From an optimization exercise on the open Yosys and OpenROAD flow, aimed at small area and few clock cycles per item; shortcuts taken in it are not production practice. Function was checked by simulation only, so behaviour that the tests miss may differ from the original. Power figures rest on the tool's default switching activity, not on a simulated workload.

==> trial 90 <==
==> flow/design.v (excerpt) <==
module je_core (
    input  wire        clk,
    input  wire        rst,         
    input  wire        in_valid,
    output wire        in_ready,
    input  wire [39:0] in_instr,    
    input  wire [9:0]  in_smp,      
    output reg         res_valid,
    output reg  [29:0] res_val,
    output wire [4:0]  res_flags    
);
clock: 20.0 ns
lec_check: 0
abc_area: 1
cap_margin: 20
core_margin: 2
core_utilization: 70
cts_buf_list: sky130_fd_sc_hd__clkbuf_8
slew_margin: 20
run.sh (not shown) runs the stock make flow with config.mk's settings and CLKGATE_MAP_FILE= SYNTH_SCRIPT=/design/flow/synth_recipe.tcl, a recipe that flattens the netlist after the stock synthesis.
==> build 12: changes against trial 90 <==
--- a/flow/design.v
+++ b/flow/design.v
@@ -85,16 +85,33 @@
             for (k = 0; k < 30; k = k + 1) begin
                 rinc30[k] = u[k] ^ c;
                 c = u[k] & c;
             end
         end
     endfunction
     wire [5:0] idx   = (k2 == K_V) ? v_p[5:0] : 6'd0;
-    wire [12:0] waddr_t = radd12({6'd0, idx}, {6'd0, s3[5:0]}, 1'b0);
-    wire [5:0]  waddr   = waddr_t[5:0];
+    function [5:0] cla6;
+        input [5:0] u, v;
+        reg [5:0] g, pr, c;
+        reg       t;
+        integer i, j, k;
+        begin
+            g = u & v; pr = u ^ v;
+            for (i = 0; i < 6; i = i + 1) begin
+                c[i] = 1'b0;
+                for (j = 0; j < i; j = j + 1) begin
+                    t = g[j];
+                    for (k = j + 1; k < i; k = k + 1) t = t & pr[k];
+                    c[i] = c[i] | t;
+                end
+            end
+            cla6 = pr ^ c;
+        end
+    endfunction
+    wire [5:0]  waddr   = cla6(idx, s3[5:0]);
     wire       q_w   = (kq == K_W) && !imm;
     wire [5:0] wra   = is_ldw ? waddr :
                        (q_w && !(need2 && !ph_q)) ? qs[5:0] : s2[5:0];
     wire [9:0] w_rd  = w_q[wra*10 +: 10];
     reg [9:0] opa, qv;
     always @(*) begin
         case (k2)
@@ -575,14 +592,18 @@
     wire        cs_c8  = cs_b0[31];
     wire        cs_c16 = cs_c8  ? cs_b1i[31] : cs_b1[31];
     wire        cs_c24 = cs_c16 ? cs_b2i[31] : cs_b2[31];
     wire [30:0] mac_c  = {cs_c24 ? cs_b3i[30:24] : cs_b3[30:24],
                           cs_c16 ? cs_b2i[23:16] : cs_b2[23:16],
                           cs_c8  ? cs_b1i[15:8]  : cs_b1[15:8],
                           cs_b0[7:0]};
+    wire        mac_z  = ~|cs_b0[7:0] &
+                         (cs_c8  ? ~|cs_b1i[15:8]  : ~|cs_b1[15:8]) &
+                         (cs_c16 ? ~|cs_b2i[23:16] : ~|cs_b2[23:16]) &
+                         (cs_c24 ? ~|cs_b3i[30:24] : ~|cs_b3[30:24]);
     wire [29:0] prod30 = mac_c[29:0];           
     wire        mac_hi = !mac_c[30] && mac_c[29];
     wire        mac_lo = mac_c[30] && !mac_c[29];
     wire [29:0] mac_t  = mac_c[29:0];
     wire [29:0] mac_r  = mac_hi ? 30'h1FFFFFFF : mac_lo ? 30'h20000000 : mac_t[29:0];
     wire [4:0]  ashr_k = ((|opb[9:5]) || (opb[4:0] > 5'd28)) ? 5'd29 : opb[4:0];
     wire        is_ashr = (op == OP_ASHR);
@@ -670,19 +691,21 @@
                          ({10{sw_b}}   & opb) |
                          ({10{sw_w}}   & w_rd) |
                          ({10{sw_add}} & add_w) |
                          ({10{sw_and}} & (opa & opb)) |
                          ({10{sw_xor}} & (opa ^ opb)) |
                          ({10{sw_sh}}  & sh_r) |
                          ({10{sw_ast}} & ast_r);
+    wire [29:0] acc_o  = ({30{sa_ldi}}  & ldi_r) |
+                         ({30{sa_ashr}} & ashr_r);
     wire [29:0] acc_r  = ({30{sa_mm}}   & mac_r) |
                          ({30{sa_ldi}}  & ldi_r) |
                          ({30{sa_ashr}} & ashr_r);
-    wire [29:0] any_r  = {acc_r[29:10], acc_r[9:0] | word_r};
-    wire fz_n   = end_visit ? 1'b0 : (nz_w || nz_a) ? (any_r == 30'd0) : fz_q;
+    wire [29:0] any_r  = {acc_o[29:10], acc_o[9:0] | word_r};
+    wire fz_n   = end_visit ? 1'b0 : (nz_w || nz_a) ? ((any_r == 30'd0) && (!sa_mm || mac_z)) : fz_q;
     wire fn_n   = end_visit ? 1'b0 : nz_w ? word_r[9] : nz_a ? acc_r[29] : fn_q;
     wire fc_n   = end_visit ? 1'b0 : c_wr ? c_new : fc_q;
     wire fv_n   = end_visit ? 1'b0 : v_wr ? v_new : fv_q;
     wire fsat_n = end_visit ? 1'b0 : fsat_q | (sat_or & v_new);
     wire        clr_va = rst || (go && end_visit);
     wire [9:0]  vdat   = word_r;       
     wire [29:0] adat   = acc_r;
Settings changed: CTS_BUF_LIST sky130_fd_sc_hd__clkbuf_8 to sky130_fd_sc_hd__clkbuf_16, CTS_CLUSTER_DIAMETER from default to 120, CTS_CLUSTER_SIZE from default to 28.
==> trial 80: changes against trial 90 <==
--- a/flow/design.v
+++ b/flow/design.v
@@ -85,16 +85,33 @@
             for (k = 0; k < 30; k = k + 1) begin
                 rinc30[k] = u[k] ^ c;
                 c = u[k] & c;
             end
         end
     endfunction
     wire [5:0] idx   = (k2 == K_V) ? v_p[5:0] : 6'd0;
-    wire [12:0] waddr_t = radd12({6'd0, idx}, {6'd0, s3[5:0]}, 1'b0);
-    wire [5:0]  waddr   = waddr_t[5:0];
+    function [5:0] cla6;
+        input [5:0] u, v;
+        reg [5:0] g, pr, c;
+        reg       t;
+        integer i, j, k;
+        begin
+            g = u & v; pr = u ^ v;
+            for (i = 0; i < 6; i = i + 1) begin
+                c[i] = 1'b0;
+                for (j = 0; j < i; j = j + 1) begin
+                    t = g[j];
+                    for (k = j + 1; k < i; k = k + 1) t = t & pr[k];
+                    c[i] = c[i] | t;
+                end
+            end
+            cla6 = pr ^ c;
+        end
+    endfunction
+    wire [5:0]  waddr   = cla6(idx, s3[5:0]);
     wire       q_w   = (kq == K_W) && !imm;
     wire [5:0] wra   = is_ldw ? waddr :
                        (q_w && !(need2 && !ph_q)) ? qs[5:0] : s2[5:0];
     wire [9:0] w_rd  = w_q[wra*10 +: 10];
     reg [9:0] opa, qv;
     always @(*) begin
         case (k2)
@@ -575,14 +592,18 @@
     wire        cs_c8  = cs_b0[31];
     wire        cs_c16 = cs_c8  ? cs_b1i[31] : cs_b1[31];
     wire        cs_c24 = cs_c16 ? cs_b2i[31] : cs_b2[31];
     wire [30:0] mac_c  = {cs_c24 ? cs_b3i[30:24] : cs_b3[30:24],
                           cs_c16 ? cs_b2i[23:16] : cs_b2[23:16],
                           cs_c8  ? cs_b1i[15:8]  : cs_b1[15:8],
                           cs_b0[7:0]};
+    wire        mac_z  = ~|cs_b0[7:0] &
+                         (cs_c8  ? ~|cs_b1i[15:8]  : ~|cs_b1[15:8]) &
+                         (cs_c16 ? ~|cs_b2i[23:16] : ~|cs_b2[23:16]) &
+                         (cs_c24 ? ~|cs_b3i[30:24] : ~|cs_b3[30:24]);
     wire [29:0] prod30 = mac_c[29:0];           
     wire        mac_hi = !mac_c[30] && mac_c[29];
     wire        mac_lo = mac_c[30] && !mac_c[29];
     wire [29:0] mac_t  = mac_c[29:0];
     wire [29:0] mac_r  = mac_hi ? 30'h1FFFFFFF : mac_lo ? 30'h20000000 : mac_t[29:0];
     wire [4:0]  ashr_k = ((|opb[9:5]) || (opb[4:0] > 5'd28)) ? 5'd29 : opb[4:0];
     wire        is_ashr = (op == OP_ASHR);
@@ -670,19 +691,21 @@
                          ({10{sw_b}}   & opb) |
                          ({10{sw_w}}   & w_rd) |
                          ({10{sw_add}} & add_w) |
                          ({10{sw_and}} & (opa & opb)) |
                          ({10{sw_xor}} & (opa ^ opb)) |
                          ({10{sw_sh}}  & sh_r) |
                          ({10{sw_ast}} & ast_r);
+    wire [29:0] acc_o  = ({30{sa_ldi}}  & ldi_r) |
+                         ({30{sa_ashr}} & ashr_r);
     wire [29:0] acc_r  = ({30{sa_mm}}   & mac_r) |
                          ({30{sa_ldi}}  & ldi_r) |
                          ({30{sa_ashr}} & ashr_r);
-    wire [29:0] any_r  = {acc_r[29:10], acc_r[9:0] | word_r};
-    wire fz_n   = end_visit ? 1'b0 : (nz_w || nz_a) ? (any_r == 30'd0) : fz_q;
+    wire [29:0] any_r  = {acc_o[29:10], acc_o[9:0] | word_r};
+    wire fz_n   = end_visit ? 1'b0 : (nz_w || nz_a) ? ((any_r == 30'd0) && (!sa_mm || mac_z)) : fz_q;
     wire fn_n   = end_visit ? 1'b0 : nz_w ? word_r[9] : nz_a ? acc_r[29] : fn_q;
     wire fc_n   = end_visit ? 1'b0 : c_wr ? c_new : fc_q;
     wire fv_n   = end_visit ? 1'b0 : v_wr ? v_new : fv_q;
     wire fsat_n = end_visit ? 1'b0 : fsat_q | (sat_or & v_new);
     wire        clr_va = rst || (go && end_visit);
     wire [9:0]  vdat   = word_r;       
     wire [29:0] adat   = acc_r;
Settings changed: CORE_UTILIZATION 70 to 65, CTS_BUF_LIST sky130_fd_sc_hd__clkbuf_8 to sky130_fd_sc_hd__clkbuf_16, CTS_CLUSTER_DIAMETER from default to 100, CTS_CLUSTER_SIZE from default to 20.
==> trial 75: changes against trial 90 <==
--- a/flow/design.v
+++ b/flow/design.v
@@ -85,16 +85,33 @@
             for (k = 0; k < 30; k = k + 1) begin
                 rinc30[k] = u[k] ^ c;
                 c = u[k] & c;
             end
         end
     endfunction
     wire [5:0] idx   = (k2 == K_V) ? v_p[5:0] : 6'd0;
-    wire [12:0] waddr_t = radd12({6'd0, idx}, {6'd0, s3[5:0]}, 1'b0);
-    wire [5:0]  waddr   = waddr_t[5:0];
+    function [5:0] cla6;
+        input [5:0] u, v;
+        reg [5:0] g, pr, c;
+        reg       t;
+        integer i, j, k;
+        begin
+            g = u & v; pr = u ^ v;
+            for (i = 0; i < 6; i = i + 1) begin
+                c[i] = 1'b0;
+                for (j = 0; j < i; j = j + 1) begin
+                    t = g[j];
+                    for (k = j + 1; k < i; k = k + 1) t = t & pr[k];
+                    c[i] = c[i] | t;
+                end
+            end
+            cla6 = pr ^ c;
+        end
+    endfunction
+    wire [5:0]  waddr   = cla6(idx, s3[5:0]);
     wire       q_w   = (kq == K_W) && !imm;
     wire [5:0] wra   = is_ldw ? waddr :
                        (q_w && !(need2 && !ph_q)) ? qs[5:0] : s2[5:0];
     wire [9:0] w_rd  = w_q[wra*10 +: 10];
     reg [9:0] opa, qv;
     always @(*) begin
         case (k2)
@@ -575,14 +592,18 @@
     wire        cs_c8  = cs_b0[31];
     wire        cs_c16 = cs_c8  ? cs_b1i[31] : cs_b1[31];
     wire        cs_c24 = cs_c16 ? cs_b2i[31] : cs_b2[31];
     wire [30:0] mac_c  = {cs_c24 ? cs_b3i[30:24] : cs_b3[30:24],
                           cs_c16 ? cs_b2i[23:16] : cs_b2[23:16],
                           cs_c8  ? cs_b1i[15:8]  : cs_b1[15:8],
                           cs_b0[7:0]};
+    wire        mac_z  = ~|cs_b0[7:0] &
+                         (cs_c8  ? ~|cs_b1i[15:8]  : ~|cs_b1[15:8]) &
+                         (cs_c16 ? ~|cs_b2i[23:16] : ~|cs_b2[23:16]) &
+                         (cs_c24 ? ~|cs_b3i[30:24] : ~|cs_b3[30:24]);
     wire [29:0] prod30 = mac_c[29:0];           
     wire        mac_hi = !mac_c[30] && mac_c[29];
     wire        mac_lo = mac_c[30] && !mac_c[29];
     wire [29:0] mac_t  = mac_c[29:0];
     wire [29:0] mac_r  = mac_hi ? 30'h1FFFFFFF : mac_lo ? 30'h20000000 : mac_t[29:0];
     wire [4:0]  ashr_k = ((|opb[9:5]) || (opb[4:0] > 5'd28)) ? 5'd29 : opb[4:0];
     wire        is_ashr = (op == OP_ASHR);
@@ -670,19 +691,21 @@
                          ({10{sw_b}}   & opb) |
                          ({10{sw_w}}   & w_rd) |
                          ({10{sw_add}} & add_w) |
                          ({10{sw_and}} & (opa & opb)) |
                          ({10{sw_xor}} & (opa ^ opb)) |
                          ({10{sw_sh}}  & sh_r) |
                          ({10{sw_ast}} & ast_r);
+    wire [29:0] acc_o  = ({30{sa_ldi}}  & ldi_r) |
+                         ({30{sa_ashr}} & ashr_r);
     wire [29:0] acc_r  = ({30{sa_mm}}   & mac_r) |
                          ({30{sa_ldi}}  & ldi_r) |
                          ({30{sa_ashr}} & ashr_r);
-    wire [29:0] any_r  = {acc_r[29:10], acc_r[9:0] | word_r};
-    wire fz_n   = end_visit ? 1'b0 : (nz_w || nz_a) ? (any_r == 30'd0) : fz_q;
+    wire [29:0] any_r  = {acc_o[29:10], acc_o[9:0] | word_r};
+    wire fz_n   = end_visit ? 1'b0 : (nz_w || nz_a) ? ((any_r == 30'd0) && (!sa_mm || mac_z)) : fz_q;
     wire fn_n   = end_visit ? 1'b0 : nz_w ? word_r[9] : nz_a ? acc_r[29] : fn_q;
     wire fc_n   = end_visit ? 1'b0 : c_wr ? c_new : fc_q;
     wire fv_n   = end_visit ? 1'b0 : v_wr ? v_new : fv_q;
     wire fsat_n = end_visit ? 1'b0 : fsat_q | (sat_or & v_new);
     wire        clr_va = rst || (go && end_visit);
     wire [9:0]  vdat   = word_r;       
     wire [29:0] adat   = acc_r;
Settings changed: CORE_UTILIZATION 70 to 65, CTS_BUF_LIST sky130_fd_sc_hd__clkbuf_8 to sky130_fd_sc_hd__clkbuf_16, CTS_CLUSTER_DIAMETER from default to 120, CTS_CLUSTER_SIZE from default to 28.
==> notes.md <==
Clk pwr share 20.5%; outcome finished clean; starting utilization of the core area 70.5%; antenna cells 1; Mapped Nets 5774
the above is filed under build 12

==> notes.md <==
outcome finished clean; Mapped Nets 5678; Clk pwr share 29.6%; antenna cells 5; CP startpoint in_instr[20]; FF-to-FF End fz_q; post-layout instance count excluding filler cells 6639
the above is filed under trial 90

==> notes.md <==
outcome finished clean; Mapped Nets 5774; starting utilization of the core area 65.4%; antenna cells 1; synthesized instance count 5498
the above is filed under trial 80

==> notes.md <==
outcome finished clean; starting utilization of the core area 65.4%; antenna cells 1; Clk pwr share 20.6%
the above is filed under trial 75

Testbench counts of trial 90, summed over its fixed seeds: cycles 24,284, items 24,000.
Testbench counts of build 12, summed over its fixed seeds: cycles 24,284, items 24,000.
Testbench counts of trial 80, summed over its fixed seeds: cycles 24,284, items 24,000.
Testbench counts of trial 75, summed over its fixed seeds: cycles 24,284, items 24,000.

-- port drivers added, routing unchanged --
Ports are ideal in the flow. The routed layouts listed here were re-timed in OpenROAD. Step 1 (the two cells are an assumption about what drives the block):
set clk [get_ports {clk}]
set_driving_cell -lib_cell sky130_fd_sc_hd__clkbuf_16 $clk
set_driving_cell -lib_cell sky130_fd_sc_hd__buf_2 [delete_from_list [all_inputs] $clk]
Step 2, shift: input delay + t, output delay - t, t = (earliest + latest rising clock arrival at the registers) / 2. This alone moves slack from input paths to output paths. a / b / c = ideal ports / drivers / drivers and shift; a / b = the first two.
| run | t (ns) | setup slack, ns | worst setup path after step 2 | cell pins on the clock port's net |
|---|---|---|---|---|
| trial 90 | 0.896 | 0.623 / 0.674 / -0.222 | input to register | 1 |
| build 12 | 0.696 | 0.566 / 0.609 / -0.087 | input to register | 1 |
| trial 80 | 0.720 | 0.378 / 0.425 / -0.295 | input to register | 1 |
| trial 75 | 0.688 | 0.492 / 0.538 / -0.149 | input to register | 1 |
With both steps, setup timing fails in every run listed, where it was met with ideal ports. For trial 90, which loses most, drivers alone change the setup slack by +0.051 ns; drivers and shift together by -0.845 ns.
